What follows belongs to an exercise in optimizing a design on an open flow for small area and a short achievable clock period; a production flow would make more cautious choices.
RTL that was checked went through simulation tests only; none was proved equivalent to the original.
Only the layout flow was run in run 4; the RTL was not checked for function there.

## flow/design.v (module list and top-level ports; edited modules follow where they fit)
// module rs_syn2: 1941 lines
// module reel_block_rx: 127 lines
module reel_block_rx (
  input  wire        clk,
  input  wire        rst,
  input  wire [39:0] in_data,
  input  wire        in_valid,
  output reg  [39:0] out_data,
  output reg         out_valid,
  output reg         stat_valid,
  output reg         stat_hdr_ok,
  output reg  [7:0]  stat_blk,
  output reg  [7:0]  stat_seq,
  output reg         stat_clean_a,
  output reg         stat_clean_b
);
  // ...
==> flow/run.sh <==
#!/bin/bash
# synth_recipe.tcl (not shown) runs the flow's synth.tcl, then flattens the netlist and writes it again
# the make line also repeats each setting of config.mk as NAME=value (left out here)
make -C /OpenROAD-flow-scripts/flow DESIGN_CONFIG=/design/flow/config.mk WORK_HOME=/design/flow/orfs CLKGATE_MAP_FILE= SYNTH_SCRIPT=/design/flow/synth_recipe.tcl finish
==> flow/config.mk <==
export PLATFORM = sky130hd
export DESIGN_NAME = reel_block_rx
export DESIGN_NICKNAME = reel_block_rx
export VERILOG_FILES = /design/flow/design.v
export SDC_FILE = /design/flow/constraint.sdc
export NUM_CORES = 4
export LEC_CHECK = 0
export CAP_MARGIN = 5
export CORE_MARGIN = 2
export CORE_UTILIZATION = 80
export CTS_CLUSTER_DIAMETER = 100
export CTS_CLUSTER_SIZE = 20
export SETUP_SLACK_MARGIN = 4.55
export SLEW_MARGIN = 5
==> flow/constraint.sdc <==
create_clock -name core_clock -period 7.0 [get_ports {clk}]
set_input_delay 1.4000 -clock core_clock [delete_from_list [all_inputs] [get_ports {clk}]]
set_output_delay 1.4000 -clock core_clock [all_outputs]
set_load 0.01 [all_outputs]
==> metrics.md, run 1 <==
| Metric | Value |
|---|---|
| Status | `timing/DRC/antenna clean` |
| Non-Clock Buffer Area Fraction | `3.02%` |
| WL final | `226,000 µm` |
| Number of vias per cell | `6.41` |
| Tapcells | `1,265` |
| Setup CP Type | `register to primary output` |
| WL/cell | `27.5 µm` |
| Worst reg2reg setup slack | `4.43 ns` |
| Synth area leaders | `edfxtp_1 (39%), xnor2_1 (32%), xor2_1 (8.5%), dfxtp_1 (7.3%), nor2_1 (4.1%)` |
| Top class by area | `multi-input gates` |
| Pin count of the biggest net entering global routing | `194` |
| Synth-to-layout area growth | `8.19%` |
| Synthesized instance count | `6,868` |
| CP startpoint | `out_data[17]` |
| Initial antenna violation count | `4` |
| Top-count cell post-synth | `xnor2_1` |
| CTS Hold Bufs | `0` |
| Critical path startpoint category | `register` |
| Final nets | `6,966` |
| Buffers excl. clock | `263` |
| Remaining antenna violation count | `0` |
| Yosys top cell area share | `38.8%` |
| Root Buffer | `clkbuf_16` |
| Syn Area/Cell | `11.2 µm²` |
| Placed cell count | `8,052` |
| Critical path cell sequence | `buf_6` |
| Synth cell types | `44` |
| EDFF count, synth | `995` |
| Core area | `0.0953 mm²` |
| Core Rows | `113` |
| Max-cap violations | `0` |
| Fin util | `87.5%` |
| Synth Register Bits | `1,277` |
==> run 2: changes to the inputs <==
--- a/flow/config.mk
+++ b/flow/config.mk
@@ -7,7 +7,7 @@
 export LEC_CHECK = 0
 export CAP_MARGIN = 5
 export CORE_MARGIN = 2
-export CORE_UTILIZATION = 80
+export CORE_UTILIZATION = 75
 export CTS_CLUSTER_DIAMETER = 100
 export CTS_CLUSTER_SIZE = 20
 export SETUP_SLACK_MARGIN = 4.55
==> run 2 against run 1 <==
Sequential cell count stayed put. Via count is 4.3% lower. Critical path depth stayed put. Sequential share of layout area about the same. Global-route usage fell by 4.1 points. Highest routed layer is now met4. First-iteration DRC count shrank 16%. Still clean. Critical endpoint is now out_data[14].
==> metrics.md, run 2 <==
| Metric | Value |
|---|---|
| Status | `timing/DRC/antenna clean` |
| Post-synth ARST share | `0%` |
| Syn Area/Cell | `11.2 µm² (unchanged)` |
| Final nets | `6,960 (-0.086%)` |
| EDFF count, synth | `995 (unchanged)` |
| Overall global routing resource usage | `40.3%` |
| Synthesized instance count | `6,868 (unchanged)` |
| Hold Fails Final Rpt | `0` |
| First-pass DRT Iterations | `8` |
| Synth Area in Compound Gates | `0.601%` |
| Cell family contributing the most delay on the critical path | `flip-flops` |
| GR peak layer | `met2` |
| Top reg by flops | `scr` |
| Max incr delay on CP | `0.37 ns` |
| Max-slew headroom at the worst pin | `15.3%` |
| Yosys top cell area share | `38.8% (unchanged)` |
| Setup violators final | `0` |
| Critical path's slowest cell | `dfxtp_4` |
| Synth Warn # | `2` |
| Final worst path period need | `2.57 ns` |
| Biggest regs | `scr (58), hq (40), out_data (40)` |
| FMAX | `0.389 GHz` |
| Clock-pin slew on the worst setup and hold paths | `0.09 ns` |
| Largest family of logic cells by synthesized area | `XOR/XNOR gates` |
| Main flop type after synthesis | `edfxtp_1` |
| Slew @ Worst Pin | `1.26 ns` |
| H-tree depth | `3` |
| Initial core utilization | `75.6%` |
| Met1 Use GR | `51.9%` |
| Met2 Usage GRT | `64.7%` |
| Yosys top cell by area | `edfxtp_1` |
| Worst-Skew Late Latency | `0.69 ns` |
| Vias in the first global route | `50,100` |
| Synth-to-layout area growth | `8.09% (about the same)` |
| Iteration-0 DRC Markers | `6,632` |
| Sequential fraction of the synthesis area | `46.1%` |
| PortBufs | `103` |
| Worst Setup End Kind | `primary output` |
| Total CTS buffers | `73` |
| Setup CP Type | `register to primary output` |
| GR Layer Usage met3 | `5.98%` |
| CP max FO | `1` |
| Drt drc | `0` |
| Clock buffer depth | `3` |
| Die area | `0.105 mm²` |
| Synth cell types | `44 (unchanged)` |
| Most common cell after layout, fill and taps aside | `xnor2_1` |
| CTS tree | `built` |
| First-pass GRT wire length | `319,000 µm` |
| Synthesized area | `0.0771 mm²` |
| Root Buffer | `clkbuf_16` |
| Die height | `325 µm` |
| Commonest cells post-synth | `xnor2_1 (2,846), edfxtp_1 (995), nor2_1 (852)` |
| Synth area leaders | `edfxtp_1 (39%), xnor2_1 (32%), xor2_1 (8.5%), dfxtp_1 (7.3%), nor2_1 (4.1%)` |
| Worst Path Required | `5.60 ns` |
| Final GP Congestion | `0.937` |
| Remaining antenna violation count | `0 (unchanged)` |
| CP Buf/Inv Count | `1` |
| WL final | `216,000 µm (-4.3%)` |
| CP arrival | `1.17 ns` |
| Synth Register Bits | `1,277 (unchanged)` |
| Proportion of synthesized area in mux cells | `0.0146%` |
| DR vias | `50,400` |
| N_diodes | `0` |
| WL/cell | `26.0 µm (-5.4%)` |
| Core area | `0.102 mm² (+6.9%)` |
| Critical path startpoint category | `register` |
| Simple-gate share of the synthesized area | `9.04%` |
| Total gr overflow | `0` |
| Clk sinks | `1,277` |
| Post-route cell area | `0.0833 mm²` |
| Pin count of the biggest net entering global routing | `202 (+4.1%)` |
| Critical path cell sequence | `buf_6` |
| Number of vias per cell | `6.06 (-5.5%)` |
| Fin Clk Skew | `0.0231 ns` |
| Die width | `325 µm` |
| Most frequent cells in the layout | `xnor2_1 (2,797), edfxtp_1 (995), nor2_1 (851)` |
| CTS Hold Bufs | `0 (unchanged)` |
| Synthesized netlist net count | `6,943` |
| Synth Area in Adders | `0.520%` |
| Top-count cell post-synth | `xnor2_1` |
| Max-cap violations | `0 (unchanged)` |
| IO Count | `104` |
| Max reg flops | `58` |
| Share of layout cells above drive strength 1 | `7.13%` |
| Unrepaired setup endpoints after global routing | `true` |
| Initial antenna violation count | `0 (-4)` |
| Core Rows | `117 (+3.5%)` |
| Worst hold-check path type | `register to register` |
| DP Wirelength | `142,000 µm` |
| Fin crit share | `36.7%` |
| Post-Synth XOR/XNOR Area | `41.8%` |
| DP Area | `0.0800 mm²` |
| Slew Limit Fails | `0` |
-- run 2: repair_timing --
| item | CTS | global route |
|---|---|---|
| gates resized for setup | 406 | 71 |
| pin swaps | 19 | 6 |
| cloned | 0 | 2 |
| endpoints found under the hold margin | 0 | 0 |
| buffers inserted | 14 | 6 |
| endpoints found under the setup margin | 791 | 319 |
-- run 2: through the flow --
stage / std cells / utilization (%) / setup WS (ns) / hold slack (ns) / TNS [ns]
after global placement: 8156 / 78.6 / 3.32 / 0.324 / 0
after floorplan: 6868 / - / -1.05 / 0.323 / -311.59
final: 8309 / 81.8 / 4.43 / 0.350 / 0
after global routing: 8309 / 81.8 / 4.41 / 0.352 / 0
after detailed placement: 8156 / 78.6 / 3.29 / 0.327 / 0
after CTS: 8301 / 81.3 / 4.41 / 0.347 / 0
-- run 2: worst paths after layout --
kind         slack, ns             end            from  depth (start not counted)
min               0.35     stat_seq[4]        seq_r[4]                          0
max reg2reg       4.47  u_syn_b.s22[1]  u_syn_b.rl8[1]                          4
min reg2reg       0.35     stat_seq[4]        seq_r[4]                          0
max               4.43    out_data[14]    out_data[14]                          1
-- run 2: layout make-up --
cell class | instances | area (µm²)
repair buffers | 257 | 2380
multi-input cells | 5199 | 41200
well taps | 1368 | 1710
inverters | 77 | 289
clock buffers | 128 | 2100
fillers | 6193 | 18600
flip-flops and latches | 1277 | 35600
clock inverters | 3 | 30.0
-- run 2: metal layers --
layer / part of all wire, % / wire, µm
met2: 47 / 101000
met4: 7.2 / 15600
met5: 0 / 0
met3: 9.2 / 19800
met1: 37 / 79900
-- run 2: cell families after synthesis --
logic type      Yosys count
xor+xnor               3631
mux                       1
simple gates           1443
fa+ha+maj                32
compound gates           91
buf+inv                 393
flops                  1277
==> run 3: changes to the inputs <==
--- a/flow/config.mk
+++ b/flow/config.mk
@@ -10,5 +10,6 @@
 export CORE_UTILIZATION = 75
 export CTS_CLUSTER_DIAMETER = 100
 export CTS_CLUSTER_SIZE = 20
+export GPL_ROUTABILITY_DRIVEN = 0
 export SETUP_SLACK_MARGIN = 4.55
 export SLEW_MARGIN = 5
==> run 3 against run 2 <==
Highest routed layer unchanged. Global-route usage is 0.38 points higher. First-iteration DRC count is 3.3% higher. Hold slack better by 0.0016 ns.
==> metrics.md, run 3 <==
| Metric | Value |
|---|---|
| Max incr delay on CP | `0.51 ns (+0.14 ns)` |
| Synth-to-layout area growth | `8.59%` |
| Critical path startpoint category | `register` |
| H-tree depth | `3 (unchanged)` |
| FMAX | `0.385 GHz (-0.93%)` |
| Final worst slack | `4.40 ns (-0.0241 ns)` |
| First-pass DRT Iterations | `5 (-3)` |
| Biggest regs | `scr (58), hq (40), out_data (40)` |
| Hold Fails Final Rpt | `0 (unchanged)` |
| Setup CP Type | `register to register` |
| Post-route cell area | `0.0837 mm² (+0.46%)` |
| Post-place setup slack | `3.54 ns (+0.254 ns)` |
| Number of vias per cell | `6.15 (+1.4%)` |
| Slew @ Worst Pin | `1.15 ns (-0.107 ns)` |
| Total gr overflow | `0 (unchanged)` |
| WL final | `222,000 µm (+2.7%)` |
| Worst-Skew Late Latency | `0.69 ns (about the same)` |
| Synth area leaders | `edfxtp_1 (39%), xnor2_1 (32%), xor2_1 (8.5%), dfxtp_1 (7.3%), nor2_1 (4.1%)` |
| Max-cap violations | `0 (unchanged)` |
| Most common cell after layout, fill and taps aside | `xnor2_1` |
| Sequential fraction of the synthesis area | `46.1% (unchanged)` |
| Post-synth ARST share | `0% (unchanged)` |
| PortBufs | `103 (unchanged)` |
| Core Rows | `117 (unchanged)` |
| Most frequent cells in the layout | `xnor2_1 (2,785), edfxtp_1 (995), nor2_1 (851)` |
| DR vias | `51,200 (+1.6%)` |
| Die area | `0.105 mm² (unchanged)` |
| Core area | `0.102 mm² (unchanged)` |
| Synthesized netlist net count | `6,943 (unchanged)` |
| Critical path cell sequence | `xor3_2 > buf_4 > xnor2_4 > xnor3_2 > xnor3_2 > xnor2_4 > xor3_1` |
| Top reg by flops | `scr` |
| Worst Path Required | `7.57 ns (+1.97 ns)` |
| WL/cell | `26.7 µm (+2.4%)` |
| Syn Area/Cell | `11.2 µm² (unchanged)` |
| Share of layout cells above drive strength 1 | `7.57% (+0.44 points)` |
| Worst Setup End Kind | `register` |
| First-pass GRT wire length | `322,000 µm (+1.0%)` |
| Worst reg2reg setup slack | `4.40 ns (-0.07 ns)` |
| Setup violators final | `0 (unchanged)` |
| Drt drc | `0 (unchanged)` |
| Synthesized area | `0.0771 mm² (unchanged)` |
| Worst hold-check path type | `register to register` |
| EDFF count, synth | `995 (unchanged)` |
| Slew Limit Fails | `0 (unchanged)` |
| Final worst path period need | `2.60 ns (+0.0241 ns)` |
| Clock buffer depth | `3 (unchanged)` |
| Initial core utilization | `75.6% (unchanged)` |
| Synth Register Bits | `1,277 (unchanged)` |
| Max-slew headroom at the worst pin | `22.5% (+7.2 points)` |
| Pin count of the biggest net entering global routing | `183 (-9.4%)` |
| Overall global routing resource usage | `40.7% (+0.38 points)` |
| Status | `timing/DRC/antenna clean` |
| Fin crit share | `37.1% (+0.34 points)` |
| CTS tree | `built` |
| Critical path's slowest cell | `xor3_2` |
| Synthesized instance count | `6,868 (unchanged)` |
| Commonest cells post-synth | `xnor2_1 (2,846), edfxtp_1 (995), nor2_1 (852)` |
| DP Wirelength | `142,000 µm (+0.15%)` |
| Unrepaired setup endpoints after global routing | `true` |
| CP arrival | `3.16 ns (+1.99 ns)` |
| Fin Clk Skew | `0.0206 ns (-0.00249 ns)` |
| DP Area | `0.0801 mm² (about the same)` |
| Vias in the first global route | `50,600 (+1.0%)` |
| Root Buffer | `clkbuf_16` |
| Placed cell count | `8,159 (+0.037%)` |
| Yosys top cell area share | `38.8% (unchanged)` |
| N_diodes | `0 (unchanged)` |
| Remaining antenna violation count | `0 (unchanged)` |
| Clk sinks | `1,277 (unchanged)` |
| CTS Hold Bufs | `0 (unchanged)` |
| Initial antenna violation count | `1 (+1)` |
| Clock-pin slew on the worst setup and hold paths | `0.09 ns (about the same)` |
| Synth Warn # | `2 (unchanged)` |
| Total CTS buffers | `73 (unchanged)` |
| CP max FO | `4 (+3)` |
| Top-count cell post-synth | `xnor2_1` |
| Max reg flops | `58 (unchanged)` |
| Iteration-0 DRC Markers | `6,851 (+3.3%)` |
| Die width | `325 µm (unchanged)` |
| Die height | `325 µm (unchanged)` |
| IO Count | `104 (unchanged)` |
| Fin util | `82.1% (+0.38 points)` |
| Final nets | `6,982 (+0.32%)` |
| Yosys top cell by area | `edfxtp_1` |
| Fin cells | `8,332 (+0.28%)` |
| Setup_tns | `0 ns (unchanged)` |
| Synth cell types | `44 (unchanged)` |
| Main flop type after synthesis | `edfxtp_1` |
==> run 3: changes by cell type in the layout (fill, tap and decap cells not counted), moves of 4 or more <==
cell / delta
buf_16: +4
buf_4: +10
buf_6: +9
dfxtp_2: -6
inv_6: +4
xnor2_1: -12
xnor2_2: +10
xor2_2: -8
xor2_4: +5
==> run 3: worst paths after layout <==
| check | from | to | cells after the start |
|---|---|---|---|
| hold / removal | blk_r[0] | stat_blk[0] | 0 |
| hold reg to reg | blk_r[0] | stat_blk[0] | 0 |
| setup reg to reg | hq[33] | bw[6] | 7 |
| setup / recovery | hq[33] | bw[6] | 7 |
==> run 3: through the flow <==
| step | hold WS [ns] |
|---|---|
| finish | 0.352 |
| CTS | 0.347 |
| global route | 0.362 |
| global placement | 0.325 |
| detailed placement | 0.329 |
| floorplan | 0.323 |
==> run 3: repair_timing <==
action | 4_1_cts | 5_1_grt
setup endpoints to repair | 796 | 253
resized for setup | 410 | 96
buffers inserted | 21 | 15
gates cloned | 2 | 3
pin swaps | 17 | 16
==> run 3: logic make-up after synthesis <==
family / count (synthesis) / synth area share (%)
XOR/XNOR: 3631 / 41.8
AND/OR/NAND/NOR: 1443 / 9.04
flip-flops: 1277 / 46.1
buffers and inverters: 393 / 1.94
AO/OA/AOI/OAI: 91 / 0.601
adder cells (fa/ha/maj): 32 / 0.520
multiplexers: 1 / 0.0146
==> run 3: cell type report <==
class	count	area, µm²
inverters	77	289
flip-flops and latches	1277	35600
fillers	6083	18200
well taps	1368	1710
clock buffers	124	2020
repair buffers	278	2640
multi-input cells	5200	41300
clock inverters	8	81.3
==> run 3: per-layer routing <==
metal	global-route usage, %	part of all wire [%]	vias to the layer above
met5	0	0	-
li1	-	-	22200
met2	65.3	47	3143
met3	6.41	9.5	758
met1	51.9	36	25100
met4	25.4	7.4	0
==> run 3: worst max-delay path, delay by kind of cell, from the launching register on <==
family	cells	cell delay [ns]
buf+inv	1	0.20
flops	1	0.39
xor+xnor	6	1.87
==> module reel_block_rx, before the edit <==
module reel_block_rx (
  input  wire        clk,
  input  wire        rst,
  input  wire [39:0] in_data,
  input  wire        in_valid,
  output reg  [39:0] out_data,
  output reg         out_valid,
  output reg         stat_valid,
  output reg         stat_hdr_ok,
  output reg  [7:0]  stat_blk,
  output reg  [7:0]  stat_seq,
  output reg         stat_clean_a,
  output reg         stat_clean_b
);
  localparam [47:0] CLAPPER  = 48'hF3A6_0C59_D21E;
  localparam [57:0] SCR_INIT = 58'h2C5_9A37_E1D0_64BB;
  function [15:0] crc16_40(input [15:0] c_in, input [39:0] bits);
    integer i;
    reg [15:0] c;
    reg        fb;
    begin
      c = c_in;
      for (i = 39; i >= 0; i = i - 1) begin
        fb = c[15] ^ bits[i];
        c  = {c[14:0], 1'b0} ^ (fb ? 16'h1021 : 16'h0000);
      end
      crc16_40 = c;
    end
  endfunction
  function [97:0] scramble40(input [57:0] s_in);
    integer i;
    reg [57:0] s;
    reg [39:0] ks;
    reg        f;
    begin
      s = s_in;
      for (i = 39; i >= 0; i = i - 1) begin
        f     = s[57] ^ s[38];
        ks[i] = f;
        s     = {s[56:0], f};
      end
      scramble40 = {s, ks};
    end
  endfunction
  localparam [97:0] SCR_W2 = scramble40(SCR_INIT);
  localparam [57:0] SCR2   = SCR_W2[97:40];
  wire take = in_valid && !rst;
  reg [8:0]  word;      
  reg [57:0] scr;
  wire [97:0] scr_adv = scramble40(scr);
  always @(posedge clk) begin
    if (rst) begin
      word <= 9'd0;
      scr  <= 58'd0;
    end else if (in_valid) begin
      if (word == 9'd447) begin
        word <= 9'd0;
        scr  <= 58'd0;
      end else begin
        word <= word + 9'd1;
        scr  <= (word == 9'd1) ? SCR2 : scr_adv[97:40];
      end
    end
  end
  wire [39:0] plain = in_data ^ scr[39:0];
  reg        pv, pw0, pw1, plast;
  always @(posedge clk) begin
    out_data  <= plain;
    pv        <= take;
    pw0       <= (word == 9'd0);
    pw1       <= (word == 9'd1);
    plast     <= (word == 9'd447);
    out_valid <= take && (word >= 9'd2) && (word < 9'd424);
  end
  localparam [15:0] CRC_FF = crc16_40(16'hFFFF, 40'd0);
  reg [39:0] hq;        
  reg [15:0] bw;        
  reg        qv0, qv1;  
  reg [15:0] crc0;      
  reg        clap0;     
  reg        clap1;     
  reg        hdr_r;     
  reg [7:0]  blk_r, seq_r;
  always @(posedge clk) begin
    hq  <= in_data;
    bw  <= crc16_40(16'h0000, hq);
    qv0 <= pv && pw0;
    qv1 <= pv && pw1;
    if (pv && pw0)
      clap0 <= (hq == CLAPPER[47:8]);
    if (pv && pw1) begin
      clap1 <= clap0 && (hq[39:32] == CLAPPER[7:0]);
      blk_r <= hq[31:24];
      seq_r <= hq[23:16];
    end
    if (qv0)
      crc0 <= crc16_40(CRC_FF ^ bw, 40'd0);
    if (qv1)
      hdr_r <= clap1 && ((crc0 ^ bw) == 16'd0);
    stat_hdr_ok <= hdr_r;
    stat_blk    <= blk_r;
    stat_seq    <= seq_r;
  end
  wire zero_a, zero_b;
  rs_syn2 u_syn_a (
    .clk(clk), .en(pv), .first(pw0),
    .d_hi(plain[39:30]), .d_lo(plain[19:10]), .zero(zero_a)
  );
  rs_syn2 u_syn_b (
    .clk(clk), .en(pv), .first(pw0),
    .d_hi(plain[29:20]), .d_lo(plain[9:0]), .zero(zero_b)
  );
  reg end_pending, end_2;
  always @(posedge clk) begin
    if (rst) begin
      end_pending <= 1'b0;
      end_2       <= 1'b0;
      stat_valid  <= 1'b0;
    end else begin
      end_pending <= pv && plast;
      end_2       <= end_pending;
      stat_valid  <= end_2;
    end
    stat_clean_a <= zero_a;
    stat_clean_b <= zero_b;
  end
endmodule
==> run 4: changes to the inputs <==
--- a/flow/design.v
+++ b/flow/design.v
@@ -2014,7 +2014,6 @@
     out_valid <= take && (word >= 9'd2) && (word < 9'd424);
   end
   localparam [15:0] CRC_FF = crc16_40(16'hFFFF, 40'd0);
-  reg [39:0] hq;        
   reg [15:0] bw;        
   reg        qv0, qv1;  
   reg [15:0] crc0;      
@@ -2023,16 +2022,15 @@
   reg        hdr_r;     
   reg [7:0]  blk_r, seq_r;
   always @(posedge clk) begin
-    hq  <= in_data;
-    bw  <= crc16_40(16'h0000, hq);
+    bw  <= crc16_40(16'h0000, out_data);
     qv0 <= pv && pw0;
     qv1 <= pv && pw1;
     if (pv && pw0)
-      clap0 <= (hq == CLAPPER[47:8]);
+      clap0 <= (out_data == CLAPPER[47:8]);
     if (pv && pw1) begin
-      clap1 <= clap0 && (hq[39:32] == CLAPPER[7:0]);
-      blk_r <= hq[31:24];
-      seq_r <= hq[23:16];
+      clap1 <= clap0 && (out_data[39:32] == CLAPPER[7:0]);
+      blk_r <= out_data[31:24];
+      seq_r <= out_data[23:16];
     end
     if (qv0)
       crc0 <= crc16_40(CRC_FF ^ bw, 40'd0);
==> flow/config.mk (replaced) <==
export PLATFORM = sky130hd
export DESIGN_NAME = reel_block_rx
export DESIGN_NICKNAME = reel_block_rx
export VERILOG_FILES = /design/flow/design.v
export SDC_FILE = /design/flow/constraint.sdc
export NUM_CORES = 4
export LEC_CHECK = 0
export CAP_MARGIN = 20
export CORE_MARGIN = 2
export CORE_UTILIZATION = 75
export CTS_CLUSTER_DIAMETER = 100
export CTS_CLUSTER_SIZE = 20
export SETUP_SLACK_MARGIN = 4.55
export SLEW_MARGIN = 20
==> run 4 against run 3 <==
Still clean on timing, DRC and antenna. Global-route usage rose by 0.71 points. First-iteration DRC count rose by 2.5%. Area after synthesis fell by 1.0%. Critical path depth did not move. Utilization rose by 0.52 points. Hold slack got worse by 0.010 ns. Highest routed layer is now met5.
==> metrics.md, run 4 <==
| Metric | Value |
|---|---|
| Initial core utilization | `75.9% (+0.30 points)` |
| Hold Fails Final Rpt | `0 (unchanged)` |
| Total gr overflow | `0 (unchanged)` |
| Commonest cells post-synth | `xnor2_1 (2,846), edfxtp_1 (995), nor2_1 (852)` |
| Vias in the first global route | `50,200 (-0.80%)` |
| Final GP Congestion | `0.944` |
| Hold_sp | `seq_r[2]` |
| Post-route cell area | `0.0830 mm² (-0.81%)` |
| Most common cell after layout, fill and taps aside | `xnor2_1` |
| Die height | `323 µm (-0.51%)` |
| CTS Hold Bufs | `0 (unchanged)` |
| DR vias | `51,000 (-0.45%)` |
| Critical path startpoint category | `register` |
| Sequential fraction of the synthesis area | `45.5% (-0.57 points)` |
| Core area | `0.100 mm² (-1.4%)` |
| Fillers | `5,940 (-2.4%)` |
| FMAX | `0.379 GHz (-1.6%)` |
| Max-slew headroom at the worst pin | `19.3% (-3.2 points)` |
| Fin cells | `8,298 (-0.41%)` |
| Synth-to-layout area growth | `8.84%` |
| CTS tree | `built` |
| Total CTS buffers | `71 (-2.7%)` |
| Critical R2R Launch | `out_data[37]` |
| Synth area leaders | `edfxtp_1 (39%), xnor2_1 (33%), xor2_1 (8.6%), dfxtp_1 (6.4%), nor2_1 (4.2%)` |
| Die width | `323 µm (-0.51%)` |
| Slew @ Worst Pin | `1.20 ns (+0.0472 ns)` |
| PortBufs | `103 (unchanged)` |
| Worst hold-check path type | `register to register` |
| Yosys top cell by area | `edfxtp_1` |
| Placed cell count | `8,099 (-0.74%)` |
| Synthesized instance count | `6,828 (-0.58%)` |
| Syn Area/Cell | `11.2 µm² (-0.46%)` |
| Drt drc | `0 (unchanged)` |
| Pin count of the biggest net entering global routing | `197 (+7.7%)` |
| Fin crit share | `37.7% (+0.62 points)` |
| Most frequent cells in the layout | `xnor2_1 (2,791), edfxtp_1 (995), nor2_1 (851)` |
| Core Rows | `116 (-0.85%)` |
| Clk sinks | `1,237 (-3.1%)` |
| Worst reg2reg setup slack | `4.36 ns (-0.04 ns)` |
| DP Area | `0.0792 mm² (-1.0%)` |
| Unrepaired setup endpoints after global routing | `true` |
| Worst Setup End Kind | `register` |
| Slew Limit Fails | `0 (unchanged)` |
| Number of vias per cell | `6.14 (about the same)` |
| Synth cell types | `44 (unchanged)` |
| First-pass GRT wire length | `320,000 µm (-0.68%)` |
| Yosys top cell area share | `39.2% (+0.41 points)` |
| Max-cap violations | `0 (unchanged)` |
| H-tree depth | `3 (unchanged)` |
| IO Count | `104 (unchanged)` |
| Top-count cell post-synth | `xnor2_1` |
| Setup violators final | `0 (unchanged)` |
| CP arrival | `3.20 ns (+0.04 ns)` |
| Post-synth ARST share | `0% (unchanged)` |
| Final nets | `6,966 (-0.23%)` |
| Initial antenna violation count | `2 (+1)` |
| Worst-Skew Late Latency | `0.69 ns (about the same)` |
| Status | `timing/DRC/antenna clean` |
| DP Wirelength | `142,000 µm (-0.63%)` |
| Worst Path Required | `7.56 ns (about the same)` |
| Setup CP Type | `register to register` |
| Synth Register Bits | `1,237 (-3.1%)` |
| Clock-pin slew on the worst setup and hold paths | `0.10 ns (about the same)` |
| Overall global routing resource usage | `41.4% (+0.71 points)` |
| Top reg by flops | `scr` |
| Fin Clk Skew | `0.0248 ns (+0.00427 ns)` |
| Reg-to-reg critical path endpoint | `bw[6]` |
| CP max FO | `5 (+1)` |
| WL/cell | `26.5 µm (-0.58%)` |
| Fin util | `82.7% (+0.52 points)` |
| Hold Crit Endpoint | `stat_seq[2]` |
| Share of layout cells above drive strength 1 | `7.81% (+0.24 points)` |
| Iteration-0 DRC Markers | `7,022 (+2.5%)` |
| Biggest regs | `scr (58), out_data (40)` |
| Cell count of the worst reg-to-reg path | `7 (unchanged)` |
| Root Buffer | `clkbuf_16` |
| Main flop type after synthesis | `edfxtp_1` |
| Synthesized area | `0.0763 mm² (-1.0%)` |
| Remaining antenna violation count | `0 (unchanged)` |
| Synthesized netlist net count | `6,903 (-0.58%)` |
| Clock buffer depth | `3 (unchanged)` |
| First-pass DRT Iterations | `7 (+2)` |
| Max reg flops | `58 (unchanged)` |
| Die area | `0.104 mm² (-1.0%)` |
| WL final | `220,000 µm (-0.99%)` |
| Final worst path period need | `2.64 ns (+0.0436 ns)` |
| Setup_tns | `0 ns (unchanged)` |
| EDFF count, synth | `995 (unchanged)` |
| Synth Warn # | `2 (unchanged)` |
| Hold Path Depth | `0 (unchanged)` |
-- run 4: changes by cell type after synthesis --
cell,previous run,this run
dfxtp_1,282,242
-- run 4: worst max path at each step --
stage | start | endpoint | depth (start not counted)
3_3_place_gp | in_valid | scr[36] | 5
5_1_grt | out_data[28] | bw[6] | 8
3_5_place_dp | in_valid | scr[16] | 5
6_report | out_data[37] | bw[6] | 7
4_1_cts | out_data[1] | out_data[1] | 1
2_1_floorplan | pv | blk_r[0] | 1
-- run 4: final cells by class --
class                      instances  area, µm²  share of cell area [%]
clock inverter                     7       95.1                   0.115
tap                             1357       1700                    2.05
inverter                          77        289                   0.348
timing repair buffer             305       2890                    3.48
antenna                            2       5.00                 0.00603
sequential                      1237      34900                    42.0
multi-input combinational       5199      41200                    49.6
clock buffer                     114       1960                    2.36
-- run 4: per-layer routing --
layer,part of all wire (%),up-vias,GRT usage (%)
li1,-,22200,-
met1,37,24900,53.0
met2,47,3163,66.5
met3,9.6,782,6.48
met4,7.3,2,25.2
met5,0.0059,-,0
-- run 4: critical path: stages, from the launching register on --
cell	delay (ns)
dfxtp_4	0.38
buf_4	0.16
xor2_1	0.37
xnor2_2	0.22
xnor3_1	0.41
xnor3_2	0.47
xnor2_4	0.16
xor3_1	0.34
-- run 4: per-stage QoR --
stage	setup WS [ns]	hold WS [ns]
finish	4.36	0.341
global route	4.33	0.347
CTS	4.38	0.346
detailed placement	3.69	0.327
global placement	3.70	0.324
floorplan	-1.05	0.323
-- run 4: kinds of logic after synthesis --
family                   share of synthesized area [%]
AND/OR/NAND/NOR                                   9.13
flip-flops                                        45.5
AO/OA/AOI/OAI                                    0.607
XOR/XNOR                                          42.2
multiplexers                                    0.0148
adder cells (fa/ha/maj)                          0.525
buffers and inverters                             1.96
-- run 4: repair_timing --
item,in CTS,in global routing
gates cloned,3,1
pin swaps,20,13
endpoints found under the setup margin,473,239
setup buffers,57,15
endpoints found under the hold margin,0,0
resized for setup,438,75

-- static timing again, ports no longer ideal --
How much do the figures lean on ideal ports? The routed layouts below were timed once more, with nothing changed but the port constraints. Step 1 (the two cells are an assumption about what drives the block):
set clk [get_ports {clk}]
set_driving_cell -lib_cell sky130_fd_sc_hd__clkbuf_16 $clk
set_driving_cell -lib_cell sky130_fd_sc_hd__buf_2 [delete_from_list [all_inputs] $clk]
Step 2 also shifts input and output timing later by t, the mid clock arrival at the registers, as if the neighbouring blocks saw the same clock. Three values: ideal, step 1, step 2; two values: the first two.
run	shift t [ns]	slack for setup (ns)	worst setup path at the end
run 1	0.758	4.420 / 4.341 / 3.812	input to register
run 2	0.758	4.428 / 4.346 / 3.854	input to register
run 3	0.759	4.404 / 4.342 / 3.749	input to register
run 4	0.760	4.360 / 4.304 / 3.731	input to register
After both steps every run listed still meets setup and hold. For run 3, which loses most, drivers alone change the setup slack by -0.062 ns; drivers and shift together by -0.655 ns.
